This design comes from an exercise in tuning for small area, a short achievable clock period and few clock cycles per item on the open sky130 flow, not from production work.
In this exercise RTL edits were held to simulation tests only and were not proved equivalent to the original.
No activity file was given, so power comes from the tool's default toggle rates.

===== config.mk =====
export PLATFORM = sky130hd
export DESIGN_NAME = fenpack_lane_dec
export DESIGN_NICKNAME = fenpack_lane_dec
export VERILOG_FILES = /design/flow/design.v
export SDC_FILE = /design/flow/constraint.sdc
export NUM_CORES = 4
export LEC_CHECK = 0
export CAP_MARGIN = 20
export CORE_MARGIN = 2
export CORE_UTILIZATION = 40
export PLACE_DENSITY = 0.6
export SETUP_SLACK_MARGIN = 5
export SLEW_MARGIN = 20

===== constraint.sdc =====
create_clock -name core_clock -period 10.0 [get_ports {clk}]
set_input_delay 2.0000 -clock core_clock [delete_from_list [all_inputs] [get_ports {clk}]]
set_output_delay 2.0000 -clock core_clock [all_outputs]
set_load 0.01 [all_outputs]

===== design.v =====
module fenpack_lane_dec (
    input  wire        clk,
    input  wire        rst,
    input  wire        start,
    input  wire        nib,
    input  wire [11:0] nsym,
    output wire        idle,
    input  wire        in_valid,
    input  wire [7:0]  in_data,
    output wire        in_ready,
    output wire        out_valid,
    output wire [7:0]  out_sym,
    input  wire        out_ready
);
    integer i;
    genvar  g;
    reg        s_idle, s_load, s_wait, s_sort, s_dec;
    reg        nib_r;
    reg [11:0] remain;         
    reg [6:0]  tj;             
    reg [6:0]  q;              
    reg        rdy_tab;        
    reg        rdy_str;        
    reg        rdy_r;          
    reg        tb_v;           
    assign idle     = s_idle;
    assign in_ready = rdy_r;
    wire       acc   = s_idle & start;
    wire       wr    = in_valid & rdy_tab;      
    wire       push  = in_valid & rdy_str;      
    wire [6:0] tlast = nib_r ? 7'd7 : 7'd127;
    reg [7:0] ring [0:127];
    always @(posedge clk) begin
        ring[0] <= wr ? in_data : ring[127];
        for (i = 1; i < 128; i = i + 1)
            ring[i] <= ring[i-1];
    end
    wire [3:0] cl  = ring[0][3:0];
    wire [3:0] ch  = ring[0][7:4];
    wire [7:0] tap = nib_r ? ring[8] : ring[0];
    wire [3:0] sl  = tap[3:0];
    wire [3:0] sh  = tap[7:4];
    reg  [7:0] qb [1:12];      
    reg  [7:0] qsel_l, qsel_h;
    always @* begin
        qsel_l = 8'd0;
        qsel_h = 8'd0;
        for (i = 1; i <= 12; i = i + 1) begin
            if (sl == i) qsel_l = qb[i];
            if (sh == i) qsel_h = qb[i];
        end
    end
    always @(posedge clk) begin
        for (i = 1; i <= 12; i = i + 1) begin
            if (s_idle)
                qb[i] <= 8'd0;
            else if (tb_v)
                qb[i] <= qb[i] + {7'd0, (cl != 4'd0) && (cl < i)}
                               + {7'd0, (ch != 4'd0) && (ch < i)};
            else if (s_sort)
                qb[i] <= qb[i] + {7'd0, sl == i} + {7'd0, sh == i};
        end
    end
    wire [12:0] kl_w [1:12];
    generate
        for (g = 1; g <= 12; g = g + 1) begin : g_kl
            reg  [g:0] kl;
            wire [g:0] al = (cl != 4'd0 && cl <= g) ? ({{g{1'b0}}, 1'b1} << (g - cl)) : {(g+1){1'b0}};
            wire [g:0] ah = (ch != 4'd0 && ch <= g) ? ({{g{1'b0}}, 1'b1} << (g - ch)) : {(g+1){1'b0}};
            always @(posedge clk) begin
                if (s_idle)
                    kl <= {(g+1){1'b0}};
                else if (tb_v)
                    kl <= kl + al + ah;
            end
            assign kl_w[g] = {{(12-g){1'b0}}, kl};
        end
    endgenerate
    reg        wa_v, wb_v;
    reg [7:0]  wa_a, wb_a;
    reg [6:0]  w_j;
    always @(posedge clk) begin
        wa_v <= s_sort && (sl != 4'd0);
        wb_v <= s_sort && (sh != 4'd0);
        wa_a <= qsel_l;
        wb_a <= qsel_h + {7'd0, sl == sh};
        w_j  <= tj;
    end
    reg [7:0] srt [0:255];
    always @(posedge clk) begin
        for (i = 0; i < 256; i = i + 1) begin
            if ((wa_v && wa_a == i) || (wb_v && wb_a == i))
                srt[i] <= {w_j, wb_v && wb_a == i};
        end
    end
    reg [7:0] ib0, ib1;
    reg [1:0] ibc;
    reg [31:0] sbuf;
    reg [5:0]  nb;
    wire        ins  = (ibc != 2'd0) && (nb <= 6'd24);
    wire [31:0] bufi = sbuf | (ins ? ({ib0, 24'd0} >> nb) : 32'd0);
    wire [5:0]  nbi  = nb + (ins ? 6'd8 : 6'd0);
    wire [11:0] win = sbuf[31:20];
    reg  [12:1] t;
    reg  [12:1] h;
    reg  [12:1] sel;
    always @* begin
        for (i = 1; i <= 11; i = i + 1)
            t[i] = ({1'b0, win >> (12 - i)} < kl_w[i]);
        t[12] = 1'b1;
        h[1] = t[1];
        for (i = 2; i <= 12; i = i + 1)
            h[i] = t[i] & ~t[i-1];
    end
    reg        xv, iv;
    reg [2:0]  qc;
    wire [2:0] occ  = {2'd0, xv} + {2'd0, iv} + qc;
    wire       cred = (occ <= 3'd3);
    wire       en   = s_dec & cred;
    always @* begin
        for (i = 1; i <= 12; i = i + 1)
            sel[i] = en & h[i] & (nb >= i);
    end
    wire fire = |sel;
    wire last = fire && (remain == 12'd1);
    reg [31:0] buf_sh;
    reg [5:0]  nb_sh;
    always @* begin
        buf_sh = bufi;
        nb_sh  = nbi;
        for (i = 1; i <= 12; i = i + 1)
            if (sel[i]) begin
                buf_sh = bufi << i;
                nb_sh  = nbi - i;
            end
    end
    wire n_idle = (s_idle & ~start) | last;
    wire n_load = acc | (s_load & ~(wr & (tj == tlast)));
    wire n_wait = s_load & wr & (tj == tlast);
    wire n_sort = s_wait | (s_sort & (tj != tlast));
    wire n_dec  = (s_sort & (tj == tlast)) | (s_dec & ~last);
    wire [6:0] tj_n = s_idle ? 7'd0 :
                      s_load ? (wr ? ((tj == tlast) ? 7'd0 : tj + 7'd1) : tj) :
                      s_sort ? tj + 7'd1 : tj;
    wire [6:0] q_n  = (wr && tj == 7'd0) ? 7'd0 : q + 7'd1;
    wire [1:0] ibc_n   = ibc + {1'b0, push} - {1'b0, ins};
    wire       rtab_n  = n_load & ((tj_n == 7'd0) | (q_n == tj_n - 7'd1));
    wire       rstr_n  = (n_wait | n_sort | n_dec) & (ibc_n <= 2'd1);
    always @(posedge clk) begin
        if (rst) begin
            s_idle  <= 1'b1;
            s_load  <= 1'b0;
            s_wait  <= 1'b0;
            s_sort  <= 1'b0;
            s_dec   <= 1'b0;
            rdy_tab <= 1'b0;
            rdy_str <= 1'b0;
            rdy_r   <= 1'b0;
            tb_v    <= 1'b0;
            ibc     <= 2'd0;
            nb      <= 6'd0;
            sbuf    <= 32'd0;
        end else begin
            s_idle  <= n_idle;
            s_load  <= n_load;
            s_wait  <= n_wait;
            s_sort  <= n_sort;
            s_dec   <= n_dec;
            rdy_tab <= rtab_n;
            rdy_str <= rstr_n;
            rdy_r   <= rtab_n | rstr_n;
            tb_v    <= wr;
            ibc     <= ibc_n;
            if (last || s_idle) begin
                nb   <= 6'd0;
                sbuf <= 32'd0;
            end else begin
                nb   <= nb_sh;
                sbuf <= buf_sh;
            end
        end
        tj <= tj_n;
        q  <= q_n;
        if (s_idle) begin
            nib_r  <= nib;
            remain <= nsym;
        end else if (fire) begin
            remain <= remain - 12'd1;
        end
        if (ins) begin
            if (ibc == 2'd2) begin
                ib0 <= ib1;
                if (push) ib1 <= in_data;
            end else if (push) begin
                ib0 <= in_data;
            end
        end else if (push) begin
            if (ibc == 2'd0) ib0 <= in_data;
            else             ib1 <= in_data;
        end
    end
    reg [12:1] xh;
    reg [11:0] xw;
    reg [15:0] ilo, ihi;       
    always @(posedge clk) begin
        xh <= h;
        xw <= win;
    end
    reg [7:0] c8, qs8, ks8;
    always @* begin
        c8  = 8'd0;
        qs8 = 8'd0;
        ks8 = 8'd0;
        for (i = 1; i <= 12; i = i + 1)
            if (xh[i]) begin
                c8  = xw >> (12 - i);
                qs8 = qb[i];
                ks8 = kl_w[i][7:0];
            end
    end
    wire [7:0] idx = qs8 - ks8 + c8;
    always @(posedge clk) begin
        for (i = 0; i < 16; i = i + 1) begin
            ilo[i] <= (idx[3:0] == i);
            ihi[i] <= (idx[7:4] == i);
        end
    end
    reg [7:0] oq [0:3];
    reg       ov;
    assign out_valid = ov;
    assign out_sym   = oq[0];
    wire       pop  = ov & out_ready;
    reg  [7:0] blk [0:15];
    reg  [7:0] rsym;
    integer b;
    always @* begin
        rsym = 8'd0;
        for (b = 0; b < 16; b = b + 1) begin
            blk[b] = 8'd0;
            for (i = 0; i < 16; i = i + 1)
                blk[b] = blk[b] | ({8{ilo[i]}} & srt[16*b+i]);
            rsym = rsym | ({8{ihi[b]}} & blk[b]);
        end
    end
    wire [2:0] qpos = qc - {2'd0, pop};
    always @(posedge clk) begin
        if (rst) begin
            xv <= 1'b0;
            iv <= 1'b0;
            qc <= 3'd0;
            ov <= 1'b0;
        end else begin
            xv <= fire;
            iv <= xv;
            qc <= qc - {2'd0, pop} + {2'd0, iv};
            ov <= (qc - {2'd0, pop} + {2'd0, iv}) != 3'd0;
        end
        for (i = 0; i < 4; i = i + 1) begin
            if (iv && qpos == i)
                oq[i] <= rsym;
            else if (pop && i < 3)
                oq[i] <= oq[i+1];
        end
    end
endmodule

===== run.sh =====
#!/bin/bash
# synth_recipe.tcl (not shown) runs the flow's synth.tcl, then flattens the netlist and writes it again
# the make line also repeats each setting of config.mk as NAME=value (left out here)
make -C /OpenROAD-flow-scripts/flow DESIGN_CONFIG=/design/flow/config.mk WORK_HOME=/design/flow/orfs CLKGATE_MAP_FILE= SYNTH_SCRIPT=/design/flow/synth_recipe.tcl finish

==> impl_metrics.py <==
metrics = {
    "outcome": {
        "status": "no timing/DRC/antenna violations",
    },
    "synthesis": {
        "synth_nets": 9739,
        "async_flop_share_pct": 0,
        "yosysWarnings": 6,
        "muxShareOfSynthArea_pct": 1.255,
        "yosys-top-cells-area": "edfxtp_1, dfxtp_1, a221oi_1, a22o_1, nor2_1",
        "synth_xor_area_share_pct": 1.542,
        "syn_inst": 9379,
        "avgSynthCellArea_sq_um": 13.82,
        "ys_ff_latch": 3464,
        "yosys.area.top_type": "edfxtp_1",
        "synth_area_sq_um": 129700,
        "synth_top_area_share_pct": 48.84,
        "synth_top_family_by_area": "compound AO/OA/AOI/OAI gates",
        "synth_edf_count": 2109,
        "ys.flop_type": "edfxtp_1",
        "synth-compound-area-share_pct": 14.12,
        "synth_cell_types": 108,
        "synth_fa_ha_area_share_pct": 3.889,
        "synthSimpleGateAreaFrac_pct": 6.818,
        "ys_seq_area_share_pct": 69.77,
    },
    "global_route": {
        "grt_pass1_wl_um": 593500,
        "grt_pass1_vias": 82370,
        "grt_max_degree": 221,
        "antenna_found_initial": 12,
        "top_usage_layer": "met2",
        "met1_usage_pct": 32.68,
        "met3_usage_pct": 5.743,
        "grt_util_all_layers_pct": 24.49,
        "gr-total-overflow": 0,
        "use_met2_pct": 38.16,
    },
    "sta": {
        "grt_setup_unrepaired": "yes",
        "worst_slew_pin_slew_ns": 1.269,
        "timing.fmax_mhz": 201.6,
        "fin_crit_sh_pct": 49.59,
        "hold_viol_final": 0,
        "finClkSkew_ns": 0.09000,
        "timing.final.ws_setup_ns": 5.041,
        "slew_headroom_pct": 15.39,
        "slew_viol_final": 0,
        "setup_viol": 0,
        "finalCriticalPeriod_ns": 4.959,
        "fin_setup_tns_ns": 0,
    },
    "min_path": {
        "hp-class": "flop to flop",
    },
    "critical_path": {
        "endpoint_kind": "flop",
        "crit_fanout": 26,
        "critical_path_required_ns": 10.62,
        "rrSetupSlack_ns": 5.04,
        "worstPathArrival_ns": 5.58,
        "start_kind": "flop",
        "path_class": "flop to flop",
    },
    "final_layout": {
        "final_area_sq_um": 147900,
        "final_common_cell": "edfxtp_1",
        "drive_gt1_share_pct": 12.04,
        "instances_no_fill": 14100,
        "syn_to_final_growth_pct": 14.05,
        "num-fill-cells": 28420,
        "mostFrequentLayoutCells": "edfxtp_1, dfxtp_1, nor2_1, a221oi_1, a22o_1",
        "final_net_count": 9838,
    },
    "power_and_ir_drop": {
        "clockPowerShare_pct": 38.0,
        "vdd_drop_max_mv": 0.1878,
        "pwr-share-comb_pct": 15.7,
        "pwr-share-seq_pct": 46.3,
        "powerDensity_nw_per_um2": 227.4,
        "p_sw_share_pct": 28.08,
        "p_int_w": 0.02419,
        "p_leak_nw": 50.32,
        "p_sw_w": 0.009443,
    },
    "die": {
        "initial_core_util_pct": 40.08,
        "die-width_um": 573.3,
        "pin_count": 37,
        "die_area_sq_um": 328700,
        "die_h_um": 573.3,
        "rows": 209,
        "coreArea_sq_um": 323500,
    },
    "cts": {
        "clock_latency_ns": 0.92,
        "path_clk_slew_ns": 0.06,
        "htree_levels": 5,
        "cts_made_buffers": 341,
        "root_buffer": "clkbuf_16",
        "cts_hold_buf": 0,
        "cts_buffer_depth": 4,
        "clock-sinks": 3464,
        "cts_tree": "done",
    },
    "route": {
        "drtIter0Drc": 12450,
        "drc": 0,
        "ant_nets": 0,
        "vias": 85840,
        "wl_um": 417300,
        "wl_per_cell_um": 29.60,
        "via_per_inst": 6.090,
        "drt_pre_antenna_iters": 8,
    },
    "place": {
        "routabilityCongestion": 0.9374,
        "dpl.hpwl_um": 255200,
        "place_inst": 13430,
        "port_buffers": 36,
        "placed_cell_area_sq_um": 136000,
        "pre_cts_ws_ns": 4.149,
    },
    "flow_run": {
        "maxCapViolations": 0,
    },
}
worst paths after layout:
| check | start | end | cells past startpoint |
|---|---|---|---|
| worst max register to register | ilo[15] | oq[0][4] | 10 |
| worst min register to register | ring[122][0] | ring[123][0] | 0 |
| worst max-delay path | ilo[15] | oq[0][4] | 10 |
| worst min-delay path | ring[122][0] | ring[123][0] | 0 |
state kept, by name (all words and copies together), names as in the netlist, 7 cells and up:
| signal | flops |
|---|---|
| g_kl.kl | 85 |
| ring | 1024 |
| wa_a | 8 |
| w_j | 7 |
| ib1 | 8 |
| q | 7 |
| qb | 96 |
| ilo | 16 |
| tj | 7 |
| wb_a | 8 |
| ihi | 16 |
| srt | 2048 |
| remain | 12 |
| xh | 12 |
| ib0 | 8 |
| xw | 12 |
| sbuf | 32 |
| oq | 32 |
worst max-delay path: stages (launching register included):
cell and delay, ns:
dfxtp_4 0.49, buf_4 0.39, buf_4 0.34, a22o_1 0.25
a221oi_1 0.32, nand3_1 0.11, o21ai_0 0.61, nand2_1 0.14
a221oi_1 0.89, nand4_1 0.64, mux2_2 0.48
stage by stage:
stage / hold WS, ns / utilization (%) / total power, W
after floorplan: 0.3096 / - / 0.01874
after global placement: 0.3101 / 41.87 / 0.02095
after detailed placement: 0.3121 / 42.03 / 0.02097
after CTS: 0.2939 / 45.51 / 0.03366
after global routing: 0.2910 / 45.71 / 0.03461
final: 0.2981 / 45.71 / 0.03363
power by group through the flow:
| stage | clock, W | sequential [W] | combinational [W] |
|---|---|---|---|
| after global placement | 0 | 0.0159 | 0.00508 |
| final | 0.0128 | 0.0156 | 0.00528 |
| after global routing | 0.0135 | 0.0156 | 0.00556 |
| after detailed placement | 0 | 0.0159 | 0.00510 |
| after floorplan | 0 | 0.0156 | 0.00315 |
| after CTS | 0.0129 | 0.0156 | 0.00515 |
cell families after synthesis:
family          after synthesis
flops                      3464
compound gates             2455
simple gates               1883
buf+inv                     870
fa+ha+maj                   334
xor+xnor                    225
mux                         148
area by class of cell:
type | count | area, sq um | share of cell area (%)
Tap cell | 4325 | 5411 | 3.659
Inverter | 262 | 1018 | 0.6887
Antenna cell | 11 | 27.53 | 0.01861
Clock buffer | 459 | 9539 | 6.451
Timing Repair Buffer | 364 | 3044 | 2.059
Clock inverter | 166 | 1604 | 1.085
Sequential cell | 3464 | 90570 | 61.25
Multi-Input combinational cell | 5045 | 36660 | 24.79
per-layer routing:
metal / wire length [um] / up-vias / share of wire (%)
li1: - / 36240 / -
met1: 163200 / 43180 / 39
met2: 188700 / 5315 / 45
met3: 45210 / 1097 / 11
met4: 20080 / 12 / 4.8
met5: 171 / - / 0.041
cells in the mapped netlist, types with 18 or more instances:
master	instances
nand2b_1	43
o221ai_1	32
inv_1	256
clkbuf_1	458
o211ai_1	18
fa_1	115
a22o_1	423
a22oi_1	309
ha_1	219
nor4_1	26
nand2_1	384
nand3_1	155
nand3b_1	30
o22ai_1	356
nor3_1	72
edfxtp_1	2109
buf_1	88
a21o_1	55
dfxtp_1	1355
a21oi_1	259
mux2_2	62
buf_2	50
and2_1	18
or3_1	20
a221oi_1	462
a211oi_1	75
a311oi_1	19
o21ai_0	211
or2_2	19
xnor2_1	125
nor2_1	761
xor2_1	98
nor2b_1	86
mux2i_1	80
and3_1	49
a31oi_1	34
a221o_1	19
nand4_1	165
what timing repair did:
action / 4_1_cts / 5_1_grt
pin swaps: 0 / 2
setup buffers: 3 / 22
cloned: 0 / 0
setup endpoints to repair: 41 / 32
gates resized for setup: 24 / 39
Testbench counts, summed over its fixed seeds: cycles 92,952, items 67,584.

==> static timing again, ports no longer ideal <==
The flow's constraints put no driver on any port. The routed layout listed below was extracted and timed again, unchanged, in two steps. Step 1, drivers: a clkbuf_16 drives clk and a buf_2 each remaining input, both assumed. Step 2 adds t to the input delays and takes it off the output delays; t is the mean of the earliest and latest rising clock arrival at the registers after step 1. Input paths then give back, and output paths get back, about the clock's delay inside the block. a / b / c = ideal / step 1 / step 2; a / b = the first two.
shift t [ns]: 0.972
setup slack, ns: 5.041 / 5.041 / 4.815
hold slack, ns: 0.298 / 0.298 / 0.298
worst data-port slew with drivers (ns): 0.06
cell pins on the clock port's net: 1
After both steps setup and hold are still met in this run. The setup slack of this run moves by 0.000 ns with the drivers and by -0.226 ns with both steps.
